Source: an optimization exercise on an open RTL-to-GDS flow (aim: a short achievable clock period and few clock cycles). Production flows keep margins and buffers that such runs may drop. Only simulation tests tie the RTL to the original design; equivalence was not proved.

==> inputs of exp/pepper <==
Design weevil_core, start of the top module:
module weevil_core (
    input  wire        clk,
    input  wire        rst,
    input  wire [1:0]  core_id,
    output reg         mem_req,
    output reg         mem_we,
    output reg  [31:0] mem_addr,
    output reg  [3:0]  mem_be,
    output reg  [31:0] mem_wdata,
    input  wire        mem_ready,
    input  wire [31:0] mem_rdata,
    output reg         halted,
    output reg         fault
);
export LEC_CHECK = 0
export ABC_CLOCK_PERIOD_IN_PS = 5000
export CAP_MARGIN = 30
export CELL_PAD_IN_SITES_DETAIL_PLACEMENT = 1
export CORE_MARGIN = 2
export CORE_UTILIZATION = 22
export PLACE_DENSITY = 0.35
export SLEW_MARGIN = 60
create_clock -name core_clock -period 20.0 [get_ports {clk}]
standard.sh (not shown) runs the stock make flow with config.mk's settings and CLKGATE_MAP_FILE= SYNTH_SCRIPT=/design/flow/synth_recipe.tcl, a recipe that flattens the netlist after the stock synthesis.
==> flow/flow/run.sh <==
#!/bin/bash
# Standard ORFS layout (the standard.sh, standard synthesis unchanged), with
# repair_timing asked for extra setup margin so that the resizer keeps
# optimising paths well below the 20 ns constraint. Clock, I/O delays and loads
# are the design's constraint.sdc as given.
set -euo pipefail
MARGIN=$(cat flow/margin.txt)
sed "s/\"\${@:-finish}\"/SETUP_SLACK_MARGIN=${MARGIN} \"\${@:-finish}\"/" standard.sh > tuned_standard.sh
grep -q "SETUP_SLACK_MARGIN=${MARGIN}" tuned_standard.sh
bash tuned_standard.sh finish > orfs_make.log 2>&1
==> flow/flow/margin.txt <==
15
==> exp/xenon: changes against exp/pepper <==
--- a/flow/design.v
+++ b/flow/design.v
@@ -116,16 +116,14 @@
     reg         x_binv, x_bimm, x_cin1, x_cinc, x_musevb;
     reg  [31:0] x_imm, x_moff, x_mbase;
     wire [31:0] add_a = va;
     wire [31:0] add_b = (x_bimm ? x_imm : vb) ^ {32{x_binv}};
     wire        add_cin = x_cin1 | (x_cinc & fl_c);
     wire [32:0] add_sum = {1'b0, add_a} + {1'b0, add_b} + {32'd0, add_cin};
     wire        add_v   = (add_a[31] == add_b[31]) && (add_sum[31] != add_a[31]);
-    wire [31:0] add_zx  = (add_a ^ add_b) ^ {add_a[30:0] | add_b[30:0], add_cin};
-    wire        add_z   = (add_zx == 32'd0);
     wire [4:0]  sh_amt = r_fn[2] ? r_shamt : vb2[4:0];
     function [31:0] rev32(input [31:0] x);
         integer k;
         for (k = 0; k < 32; k = k + 1) rev32[k] = x[31 - k];
     endfunction
     wire        sh_left = (r_fn[1:0] == 2'b00);
     wire [31:0] sh_in   = sh_left ? rev32(va2) : va2;
@@ -213,152 +211,116 @@
     reg [31:0] ex_misal_addr;
     reg        ex_trap, ex_brk;
     reg        wr_en;
     reg [3:0]  wr_idx;
     reg [31:0] wr_val;
     reg        fl_set_nz, fl_set_c, fl_set_v;
     reg        n_n, n_z, n_c, n_v;
-    reg  [13:0] x_rs;
-    reg         x_lzx, x_mm_signed, x_mm_max, x_div0q;
-    reg  [31:2] x_apc;
-    wire [31:0] lg_b   = x_lzx ? {16'd0, x_imm[15:0]} : vb;
-    wire        mm_lt  = x_mm_signed ? ($signed(va) < $signed(vb)) : (va < vb);
-    wire        mm_gt  = x_mm_signed ? ($signed(va) > $signed(vb)) : (va > vb);
-    wire [31:0] mm_res = (x_mm_max ? mm_gt : mm_lt) ? va : vb;
-    wire [31:0] res_fast =
-        ({32{x_rs[0]}}  & add_sum[31:0]) |
-        ({32{x_rs[1]}}  & (va & lg_b)) |
-        ({32{x_rs[2]}}  & (va | lg_b)) |
-        ({32{x_rs[3]}}  & (va ^ lg_b)) |
-        ({32{x_rs[4]}}  & (va & ~vb)) |
-        ({32{x_rs[5]}}  & sh_res) |
-        ({32{x_rs[6]}}  & mm_res) |
-        ({32{x_rs[7]}}  & {26'd0, clz}) |
-        ({32{x_rs[8]}}  & {va2[7:0], va2[15:8], va2[23:16], va2[31:24]}) |
-        ({32{x_rs[9]}}  & {{24{va2[7]}}, va2[7:0]}) |
-        ({32{x_rs[10]}} & {{16{va2[15]}}, va2[15:0]}) |
-        ({32{x_rs[11]}} & (x_div0q ? 32'hFFFF_FFFF : va2)) |
-        ({32{x_rs[12]}} & {x_imm[15:0], 16'd0}) |
-        ({32{x_rs[13]}} & {x_apc, 2'b00});
-    function [13:0] rsel_of(input [31:0] w);
-        reg [5:0] f;
-        begin
-            rsel_of = 14'd0;
-            f = w[29:24];
-            if (w[31:30] == 2'b00) begin
-                rsel_of[0]  = (f <= 6'h03) || (f == 6'h17);
-                rsel_of[1]  = (f == 6'h04) || (f == 6'h18);
-                rsel_of[2]  = (f == 6'h05);
-                rsel_of[3]  = (f == 6'h06);
-                rsel_of[4]  = (f == 6'h07);
-                rsel_of[5]  = (f >= 6'h08) && (f <= 6'h0F);
-                rsel_of[6]  = (f >= 6'h19) && (f <= 6'h1C);
-                rsel_of[7]  = (f == 6'h1D);
-                rsel_of[8]  = (f == 6'h1E);
-                rsel_of[9]  = (f == 6'h1F);
-                rsel_of[10] = (f == 6'h20);
-                rsel_of[11] = (f >= 6'h13) && (f <= 6'h16);
-            end else if (w[31:30] == 2'b01) begin
-                rsel_of[0]  = (w[29:26] == 4'd0) || (w[29:26] == 4'd4);
-                rsel_of[1]  = (w[29:26] == 4'd1) || (w[29:26] == 4'd5);
-                rsel_of[2]  = (w[29:26] == 4'd2);
-                rsel_of[3]  = (w[29:26] == 4'd3);
-                rsel_of[12] = (w[29:26] == 4'd6);
-                rsel_of[13] = (w[29:26] == 4'd7);
-            end
-        end
-    endfunction
     reg        jump;
-    reg        z_add;        
     reg [31:0] jump_pc;
     reg        is_mem, is_load, is_amo, is_div, is_mul, is_wait, is_rfe, is_crw, is_fence;
     reg [31:0] res;
     wire       div0 = (vb2 == 32'd0);
     always @(*) begin
         ex_illegal = 1'b0; ex_misal = 1'b0; ex_misal_addr = 32'd0;
         ex_trap = 1'b0; ex_brk = 1'b0;
         wr_en = 1'b0; wr_idx = 4'd0; wr_val = 32'd0;
         fl_set_nz = 1'b0; fl_set_c = 1'b0; fl_set_v = 1'b0;
         n_n = fl_n; n_z = fl_z; n_c = fl_c; n_v = fl_v;
-        jump = 1'b0; jump_pc = br_target; z_add = 1'b0;
+        jump = 1'b0; jump_pc = br_target;
         is_mem = 1'b0; is_load = 1'b0; is_amo = 1'b0; is_div = 1'b0; is_mul = 1'b0;
         is_wait = 1'b0; is_rfe = 1'b0; is_crw = 1'b0; is_fence = 1'b0;
         res = 32'd0;
         case (fmt)
         2'b00: begin
             wr_idx = r_rd;
             wr_en  = 1'b1;
             fl_set_nz = r_s;
             if (ir[5:0] != 6'd0) ex_illegal = 1'b1;
             if (r_shamt != 5'd0 && !(r_fn >= 6'h0C && r_fn <= 6'h0F)) ex_illegal = 1'b1;
             case (r_fn)
                 6'h00, 6'h01, 6'h02, 6'h03, 6'h17: begin
-                    z_add = 1'b1;
+                    res = add_sum[31:0];
                     fl_set_c = r_s; fl_set_v = r_s;
                     n_c = add_sum[32]; n_v = add_v;
                     if (r_fn == 6'h17) begin
                         wr_en = 1'b0;
                         fl_set_nz = 1'b1; fl_set_c = 1'b1; fl_set_v = 1'b1;
                         if (r_rd != 4'd0) ex_illegal = 1'b1;
                     end
                 end
-                6'h04, 6'h05, 6'h06, 6'h07: ;
-                6'h08, 6'h09, 6'h0A, 6'h0B, 6'h0C, 6'h0D, 6'h0E, 6'h0F: n_c = sh_c;
+                6'h04: res = va & vb;
+                6'h05: res = va | vb;
+                6'h06: res = va ^ vb;
+                6'h07: res = va & ~vb;
+                6'h08, 6'h09, 6'h0A, 6'h0B, 6'h0C, 6'h0D, 6'h0E, 6'h0F: begin
+                    res = sh_res; n_c = sh_c;
+                end
                 6'h10, 6'h11, 6'h12: begin
                     is_mul = 1'b1; wr_en = 1'b0; fl_set_nz = 1'b0;
                 end
                 6'h13, 6'h14, 6'h15, 6'h16: begin
-                    if (!div0) begin is_div = 1'b1; fl_set_nz = 1'b0; end    
+                    if (div0) res = (r_fn == 6'h13 || r_fn == 6'h14) ? 32'hFFFF_FFFF : va2;
+                    else begin is_div = 1'b1; fl_set_nz = 1'b0; end    
                 end
                 6'h18: begin
-                    wr_en = 1'b0; fl_set_nz = 1'b1;
+                    res = va & vb; wr_en = 1'b0; fl_set_nz = 1'b1;
                     if (r_rd != 4'd0) ex_illegal = 1'b1;
                 end
-                6'h19, 6'h1A, 6'h1B, 6'h1C, 6'h1D, 6'h1E, 6'h1F, 6'h20: ;
+                6'h19: res = ($signed(va) < $signed(vb)) ? va : vb;
+                6'h1A: res = ($signed(va) > $signed(vb)) ? va : vb;
+                6'h1B: res = (va < vb) ? va : vb;
+                6'h1C: res = (va > vb) ? va : vb;
+                6'h1D: res = {26'd0, clz};
+                6'h1E: res = {va2[7:0], va2[15:8], va2[23:16], va2[31:24]};
+                6'h1F: res = {{24{va2[7]}}, va2[7:0]};
+                6'h20: res = {{16{va2[15]}}, va2[15:0]};
                 default: ex_illegal = 1'b1;
             endcase
             if (r_fn >= 6'h08 && r_fn <= 6'h0F) fl_set_c = r_s && (sh_amt != 5'd0);
             if (r_fn >= 6'h0C && r_fn <= 6'h0F && r_rb != 4'd0) ex_illegal = 1'b1;
             if (r_fn >= 6'h1D && r_fn <= 6'h20 && r_rb != 4'd0) ex_illegal = 1'b1;
-            res = res_fast;
             wr_val = res;
-            n_n = res[31]; n_z = z_add ? add_z : (res == 32'd0);
+            n_n = res[31]; n_z = (res == 32'd0);
         end
         2'b01: begin
             wr_idx = i_rd;
             wr_en  = 1'b1;
             fl_set_nz = i_s;
             if (ir[16]) ex_illegal = 1'b1;
             case (i_fn)
                 4'd0, 4'd4: begin
-                    z_add = 1'b1;
+                    res = add_sum[31:0];
                     fl_set_c = i_s; fl_set_v = i_s;
                     n_c = add_sum[32]; n_v = add_v;
                     if (i_fn == 4'd4) begin
                         wr_en = 1'b0;
                         fl_set_nz = 1'b1; fl_set_c = 1'b1; fl_set_v = 1'b1;
                         if (i_rd != 4'd0) ex_illegal = 1'b1;
                     end
                 end
-                4'd1, 4'd2, 4'd3: ;
+                4'd1: res = va & imm_zx;
+                4'd2: res = va | imm_zx;
+                4'd3: res = va ^ imm_zx;
                 4'd5: begin
-                    wr_en = 1'b0; fl_set_nz = 1'b1;
+                    res = va & imm_zx; wr_en = 1'b0; fl_set_nz = 1'b1;
                     if (i_rd != 4'd0) ex_illegal = 1'b1;
                 end
                 4'd6: begin
+                    res = {i_imm, 16'd0};
                     if (i_ra != 4'd0 || i_s) ex_illegal = 1'b1;
                 end
                 4'd7: begin
+                    res = pc + {imm_sx[29:0], 2'b00};
                     if (i_ra != 4'd0 || i_s) ex_illegal = 1'b1;
                 end
                 default: ex_illegal = 1'b1;
             endcase
-            res = res_fast;
             wr_val = res;
-            n_n = res[31]; n_z = z_add ? add_z : (res == 32'd0);
+            n_n = res[31]; n_z = (res == 32'd0);
         end
         2'b10: begin
             is_mem  = 1'b1;
             is_load = (m_op <= 3'd4);
             case (m_mode)
                 2'b00: if (ir[16:12] != 5'd0) ex_illegal = 1'b1;
                 2'b01, 2'b10: if (ir[16:0] != 17'd0 || m_rb == 4'd0 ||
@@ -762,114 +724,24 @@
         end else begin
             xs   <= xs_n;
             ir_v <= ir_v_n;
             d_v  <= d_v_n;
             fpc  <= fpc_n;
             f_oh <= x_redir ? onehot32(x_target[6:2]) : d_redir ? onehot32(d_btarget[6:2]) :
                     f_ok ? (btb_hit ? onehot32(btb_rtgt[6:2]) : {f_oh[30:0], f_oh[31]}) : f_oh;
+            if (d_redir && !d_adv) d_pn <= d_btarget;
             if (x_ok && jump) begin
                 btb_v[btb_wi] <= 1'b1;
+                btb_tag[btb_wi] <= ir_pc[15:7];
+                btb_tgt[btb_wi] <= jump_pc[31:2];
             end else if (x_ok && x_mispred)
                 btb_v[btb_wi] <= 1'b0;
             if (x_ok && is_fence) ic_v <= {IC_N{1'b0}};
-            if (f_mem) ic_v[ic_i] <= 1'b1;
-            for (i = 1; i < 16; i = i + 1)
-                if (rf_we && rf_wa == i[3:0]) rf[i] <= rf_wd;
-                else if (lp_oh[i]) rf[i] <= lp_wd;
-            if (x_exc) begin
-                cr_epc    <= ex_epc;
-                cr_ecause <= {16'd0, ex_info, 4'd0, ex_cause};
-                cr_eaddr  <= ex_eaddr;
-                st_pie <= st_ie; st_pmode <= st_mode;
-                st_ie <= 1'b0; st_mode <= 1'b0; st_exl <= 1'b1;
-            end
-            if (x_fault) fault <= 1'b1;
-            if (x_ok) begin
-                if (is_wait) halted <= 1'b1;
-                if (fl_set_nz) begin fl_n <= n_n; fl_z <= n_z; end
-                if (fl_set_c) fl_c <= n_c;
-                if (fl_set_v) fl_v <= n_v;
-                if (is_rfe) begin
-                    st_ie <= st_pie; st_mode <= st_pmode; st_exl <= 1'b0;
-                end
-                if (is_crw) begin
-                    case (i_imm[3:0])
-                        4'd0: begin
-                            {fl_n, fl_z, fl_c, fl_v} <= va2[31:28];
-                            {st_pmode, st_pie, st_exl, st_mode, st_ie} <= va2[4:0];
-                        end
-                        4'd1: cr_epc <= va2;
-                        4'd4: cr_vbase <= {va2[31:8], 8'd0};
-                        4'd7: cr_irq_mask <= va2;
-                        4'd8: cr_scratch <= va2;
-                        default: ;
-                    endcase
-                end
-            end
-            mp1 <= x_ok && is_mul;
-            mwb_v <= mp1 || (mwb_v && !mul_wb);
-            if (mul_wb && mul_s && !(x_ok && fl_set_nz)) begin
-                fl_n <= mul_res[31]; fl_z <= (mul_res == 32'd0);
-            end
-            if (xs == XS_DVF && dv_s) begin
-                fl_n <= dv_res[31]; fl_z <= (dv_res == 32'd0);
-            end
-            cur_fetch <= 1'b0;
-            if (cur_data && !mem_ready) begin
-                if (x_ok && is_mem) q_v <= 1'b1;     
-                if (!q_v) begin
-                    q_we <= !is_load; q_ld <= is_load;
-                    q_addr <= m_addr[31:2]; q_be <= xr_be; q_wdata <= xr_wdata;
-                    q_op <= m_op; q_lo <= m_addr[1:0]; q_rt_oh <= onehot(m_rt);
-                end
-            end else begin
-                if (dreq && q_v) begin
-                    mem_be <= q_be; mem_wdata <= q_wdata;
-                    ld_op <= q_op; ld_lo <= q_lo; ld_rt_oh <= q_rt_oh; ld_is <= q_ld;
-                end else if (xs == XS_AMOR) begin
-                    mem_wdata <= (amo_op == 2'd2) ? (mem_rdata | amo_data) : amo_data;
-                end else if (xs == XS_AMOC) begin
-                    mem_wdata <= amo_old + amo_data;
-                end else begin
-                    mem_be <= is_mem ? xr_be : 4'b1111; mem_wdata <= xr_wdata;
-                    ld_op <= m_op; ld_lo <= m_addr[1:0]; ld_rt_oh <= onehot(m_rt); ld_is <= is_load;
-                end
-                mem_req <= 1'b0;
-                dreq <= 1'b0;
-                if (stop_n) begin
-                end else if (dreq && q_v) begin      
-                    mem_req <= 1'b1; dreq <= 1'b1; q_v <= 1'b0;
-                    mem_addr <= {q_addr, 2'b00}; mem_we <= q_we;
-                end else if (x_ok && is_mem) begin
-                    mem_req <= 1'b1; dreq <= 1'b1;
-                    mem_addr <= {m_addr[31:2], 2'b00}; mem_we <= !is_load;
-                end else if (x_ok && is_amo) begin
-                    mem_req  <= 1'b1;
-                    mem_addr <= {va2[31:2], 2'b00};
-                    mem_we   <= 1'b0;
-                end else if (xs == XS_AMOR) begin    
-                    if (amo_op != 2'd1) begin
-                        mem_req <= !amo_cas_fail; mem_we <= 1'b1;
-                    end
-                end else if (xs == XS_AMOC) begin
-                    mem_req <= 1'b1; mem_we <= 1'b1;
-                end else begin
-                    mem_req <= 1'b1; cur_fetch <= 1'b1; mem_we <= 1'b0;
-                    mem_addr <= {fpc_n, 2'b00};
-                end
-            end
-        end
-    end
-    always @(posedge clk) begin
-            if (d_redir && !d_adv) d_pn <= d_btarget;
-            if (x_ok && jump) begin
-                btb_tag[btb_wi] <= ir_pc[15:7];
-                btb_tgt[btb_wi] <= jump_pc[31:2];
-            end
             if (f_mem) begin
+                ic_v[ic_i] <= 1'b1;
                 ic_tag[ic_i] <= fpc[31:7];
                 ic_data[ic_i] <= mem_rdata;
             end
             if (f_ok) begin
                 d_ir <= ir_in;
                 d_pc <= fpc;
                 d_pn <= fpc_seq;
@@ -896,34 +768,61 @@
                 x_cinc <= (d_ir[31:30] == 2'b00 && (d_ir[29:24] == 6'h02 || d_ir[29:24] == 6'h03));
                 x_imm  <= {{16{d_ir[15]}}, d_ir[15:0]};
                 x_musevb <= (d_ir[26:25] == 2'b11);
                 x_moff <= (d_ir[26:25] == 2'b00) ? {{20{d_ir[11]}}, d_ir[11:0]} :
                           (d_ir[26:25] == 2'b10) ? -d_msize : 32'd0;
                 x_mbase <= (d_ir[26:25] == 2'b01) ? d_msize : -d_msize;
                 ir <= d_ir; ir_pc <= d_pc; x_pn <= d_pn_eff;
-                x_rs <= rsel_of(d_ir);
-                x_lzx <= (d_ir[31:30] == 2'b01);
-                x_mm_signed <= (d_ir[29:24] == 6'h19) || (d_ir[29:24] == 6'h1A);
-                x_mm_max <= (d_ir[29:24] == 6'h1A) || (d_ir[29:24] == 6'h1C);
-                x_div0q <= (d_ir[29:24] == 6'h13) || (d_ir[29:24] == 6'h14);
-                x_apc <= d_pc + {{14{d_ir[15]}}, d_ir[15:0]};
                 x_btarget <= d_btarget; x_pcp4 <= d_pcp4;
                 x_tk_ok <= (d_btarget == d_pn_eff); x_nt_ok <= (d_pcp4 == d_pn_eff);
                 ir_fl <= d_fl; ir_md <= d_md; ir_mem <= d_mem; ir_amo <= d_amo; ir_sys <= d_sys;
                 x_late <= d_late; x_late_oh <= d_late_oh;
                 va <= ((x_wr_oh & d_ra) != 15'd0) ? wr_val : ((mb_oh & d_ra) != 15'd0) ? mul_res :
                       ((dv_rd_oh & d_ra) != 15'd0) ? dv_res :
                       ((ld_byp_oh & d_ra) != 15'd0) ? ld_val : d_va;
                 vb <= ((x_wr_oh & d_rb) != 15'd0) ? wr_val : ((mb_oh & d_rb) != 15'd0) ? mul_res :
                       ((dv_rd_oh & d_rb) != 15'd0) ? dv_res :
                       ((ld_byp_oh & d_rb) != 15'd0) ? ld_val : d_vb;
                 vc <= ((x_wr_oh & d_rc) != 15'd0) ? wr_val : ((mb_oh & d_rc) != 15'd0) ? mul_res :
                       ((dv_rd_oh & d_rc) != 15'd0) ? dv_res :
                       ((ld_byp_oh & d_rc) != 15'd0) ? ld_val : d_vc;
             end
+            for (i = 1; i < 16; i = i + 1)
+                if (rf_we && rf_wa == i[3:0]) rf[i] <= rf_wd;
+                else if (lp_oh[i]) rf[i] <= lp_wd;
+            if (x_exc) begin
+                cr_epc    <= ex_epc;
+                cr_ecause <= {16'd0, ex_info, 4'd0, ex_cause};
+                cr_eaddr  <= ex_eaddr;
+                st_pie <= st_ie; st_pmode <= st_mode;
+                st_ie <= 1'b0; st_mode <= 1'b0; st_exl <= 1'b1;
+            end
+            if (x_fault) fault <= 1'b1;
+            if (x_ok) begin
+                if (is_wait) halted <= 1'b1;
+                if (fl_set_nz) begin fl_n <= n_n; fl_z <= n_z; end
+                if (fl_set_c) fl_c <= n_c;
+                if (fl_set_v) fl_v <= n_v;
+                if (is_rfe) begin
+                    st_ie <= st_pie; st_mode <= st_pmode; st_exl <= 1'b0;
+                end
+                if (is_crw) begin
+                    case (i_imm[3:0])
+                        4'd0: begin
+                            {fl_n, fl_z, fl_c, fl_v} <= va2[31:28];
+                            {st_pmode, st_pie, st_exl, st_mode, st_ie} <= va2[4:0];
+                        end
+                        4'd1: cr_epc <= va2;
+                        4'd4: cr_vbase <= {va2[31:8], 8'd0};
+                        4'd7: cr_irq_mask <= va2;
+                        4'd8: cr_scratch <= va2;
+                        default: ;
+                    endcase
+                end
+            end
             if (xs == XS_RUN) begin
                 amo_op <= b_aop; amo_rd <= b_f1; amo_data <= vb2; amo_cmp <= vc;
                 dv_negq <= (r_fn == 6'h14) && (va2[31] ^ vb2[31]);
                 dv_negr <= (r_fn == 6'h16) && va2[31];
                 dv_isq  <= (r_fn == 6'h13 || r_fn == 6'h14);
                 dv_sa   <= (r_fn == 6'h14 || r_fn == 6'h16) && va2[31];
                 dv_sb   <= (r_fn == 6'h14 || r_fn == 6'h16) && vb2[31];
@@ -933,20 +832,25 @@
             end
             if (x_exec && is_mul) begin
                 mul_a <= {(r_fn == 6'h12) & va2[31], va2};
                 mul_b <= {(r_fn == 6'h12) & vb2[31], vb2};
                 mul_hi <= (r_fn != 6'h10); mul_rd <= r_rd; mul_s <= r_s;
                 mul_rd_oh <= onehot(r_rd);
             end
+            mp1 <= x_ok && is_mul;
+            mwb_v <= mp1 || (mwb_v && !mul_wb);
             if (x_ok && fl_set_nz && mul_busy) mul_s <= 1'b0;
             if (x_ok && fl_set_nz && x_div_bg) dv_s <= 1'b0;
             if (mp1) begin
                 mul_p0 <= mul_cs0; mul_p1 <= mul_cs1;
                 mul_p2 <= mul_cs2; mul_p3 <= mul_cs3;
             end
+            if (mul_wb && mul_s && !(x_ok && fl_set_nz)) begin
+                fl_n <= mul_res[31]; fl_z <= (mul_res == 32'd0);
+            end
             if (xs == XS_DV1) begin
                 dv_q <= 32'd0;
                 dv_d <= dv_d << dv_m0;
                 dv_d3 <= dv_b3 << dv_m0;
                 dv_cnt <= {1'b0, dv_k[4:1]};
             end
             if (xs == XS_DV2) begin
@@ -958,10 +862,58 @@
                     dv_rem <= dv_r1[31:0]; dv_q <= {dv_q[29:0], 2'b01};
                 end else
                     dv_q <= {dv_q[29:0], 2'b00};
                 dv_d <= dv_d >> 2;
                 dv_d3 <= dv_d3 >> 2;
                 dv_cnt <= dv_cnt - 5'd1;
             end
+            if (xs == XS_DVF && dv_s) begin
+                fl_n <= dv_res[31]; fl_z <= (dv_res == 32'd0);
+            end
             if (xs == XS_AMOR && mem_ready) amo_old <= mem_rdata;
+            cur_fetch <= 1'b0;
+            if (cur_data && !mem_ready) begin
+                if (x_ok && is_mem) q_v <= 1'b1;     
+                if (!q_v) begin
+                    q_we <= !is_load; q_ld <= is_load;
+                    q_addr <= m_addr[31:2]; q_be <= xr_be; q_wdata <= xr_wdata;
+                    q_op <= m_op; q_lo <= m_addr[1:0]; q_rt_oh <= onehot(m_rt);
+                end
+            end else begin
+                if (dreq && q_v) begin
+                    mem_be <= q_be; mem_wdata <= q_wdata;
+                    ld_op <= q_op; ld_lo <= q_lo; ld_rt_oh <= q_rt_oh; ld_is <= q_ld;
+                end else if (xs == XS_AMOR) begin
+                    mem_wdata <= (amo_op == 2'd2) ? (mem_rdata | amo_data) : amo_data;
+                end else if (xs == XS_AMOC) begin
+                    mem_wdata <= amo_old + amo_data;
+                end else begin
+                    mem_be <= is_mem ? xr_be : 4'b1111; mem_wdata <= xr_wdata;
+                    ld_op <= m_op; ld_lo <= m_addr[1:0]; ld_rt_oh <= onehot(m_rt); ld_is <= is_load;
+                end
+                mem_req <= 1'b0;
+                dreq <= 1'b0;
+                if (stop_n) begin
+                end else if (dreq && q_v) begin      
+                    mem_req <= 1'b1; dreq <= 1'b1; q_v <= 1'b0;
+                    mem_addr <= {q_addr, 2'b00}; mem_we <= q_we;
+                end else if (x_ok && is_mem) begin
+                    mem_req <= 1'b1; dreq <= 1'b1;
+                    mem_addr <= {m_addr[31:2], 2'b00}; mem_we <= !is_load;
+                end else if (x_ok && is_amo) begin
+                    mem_req  <= 1'b1;
+                    mem_addr <= {va2[31:2], 2'b00};
+                    mem_we   <= 1'b0;
+                end else if (xs == XS_AMOR) begin    
+                    if (amo_op != 2'd1) begin
+                        mem_req <= !amo_cas_fail; mem_we <= 1'b1;
+                    end
+                end else if (xs == XS_AMOC) begin
+                    mem_req <= 1'b1; mem_we <= 1'b1;
+                end else begin
+                    mem_req <= 1'b1; cur_fetch <= 1'b1; mem_we <= 1'b0;
+                    mem_addr <= {fpc_n, 2'b00};
+                end
+            end
+        end
     end
 endmodule
==> comparison <==
- exp/pepper ran to the end with no violations. exp/xenon passed the timing, design-rule and antenna checks.
- In area after synthesis, exp/xenon and exp/pepper hardly differ.
- Between exp/xenon and exp/pepper, the lower core utilization is in exp/pepper (gap 0.29 points).
- In exp/pepper the count of clock-buffer cells in the layout is higher than in exp/xenon, by 40.
- In critical path depth, exp/xenon and exp/pepper do not differ.
- Between exp/pepper and exp/xenon, the lower synthesized cell count is in exp/xenon (gap about 0.27%, measured against exp/xenon).
- Hold slack: exp/xenon is worse than exp/pepper (0.027 ns).
- In exp/xenon the register-to-register slack is worse than in exp/pepper, by 0.13 ns.
==> figures <==
                                                                      exp/pepper       exp/xenon
Adder-Cell Fraction of Synth Area                                          11.1%           11.0%
Final Non-Filler Cells                                                    44,500          44,400
First-pass detailed-route iteration total                                     11              13
Number of enable-type register cells in the synthesized netlist            4,213           4,219
Clock period minus worst slack                                           6.17 ns         6.03 ns
Number of cells traversed by the worst register-to-register path              18              22
Termination of the worst setup path                                mem_wdata[30]    mem_wdata[3]
Clock-cell share of area                                                   5.30%           5.06%
Result of the run                                                 finished clean  finished clean
Filler cells                                                             138,000         138,000
Worst Tran Pin Value                                                    0.993 ns        0.711 ns
Met2 Wirelength                                                       761,000 µm      765,000 µm
Worst flop-to-flop path startpoint                                       d_ir[0]          va[20]
Relative slew margins                                                      33.8%           52.4%
Launch point of the worst path                                     mem_wdata[30]    mem_wdata[3]
Testbench counts of exp/pepper, summed over its fixed seeds: cycles 124,118.
Testbench counts of exp/xenon, summed over its fixed seeds: cycles 124,118.

## what the ideal ports hide
Ports are ideal in the flow. The routed layouts listed here were re-timed in OpenROAD. Step 1 (the two cells are an assumption about what drives the block):
set clk [get_ports {clk}]
set_driving_cell -lib_cell sky130_fd_sc_hd__clkbuf_16 $clk
set_driving_cell -lib_cell sky130_fd_sc_hd__buf_2 [delete_from_list [all_inputs] $clk]
Step 2 times the ports against the registers' clock, not the clock port: input delays grow and output delays shrink by t, the midpoint of the rising clock arrivals with the driver on. Slacks: ideal / step 1 / step 2; pairs: ideal / step 1.
run	shift t [ns]	slack for setup (ns)	latest minus earliest clock arrival (ns)	slew at the worst register clock pin (ns)	worst data-port slew with drivers (ns)
exp/pepper	1.290	13.832 / 13.670 / 12.798	0.120 / 0.121	0.07 / 0.07	0.73
exp/xenon	1.319	13.967 / 13.804 / 12.996	0.120 / 0.121	0.07 / 0.07	0.24
After both steps every run listed still meets setup and hold. The setup slack of exp/pepper, which loses most, moves by -0.162 ns with the drivers and by -1.034 ns with both steps.
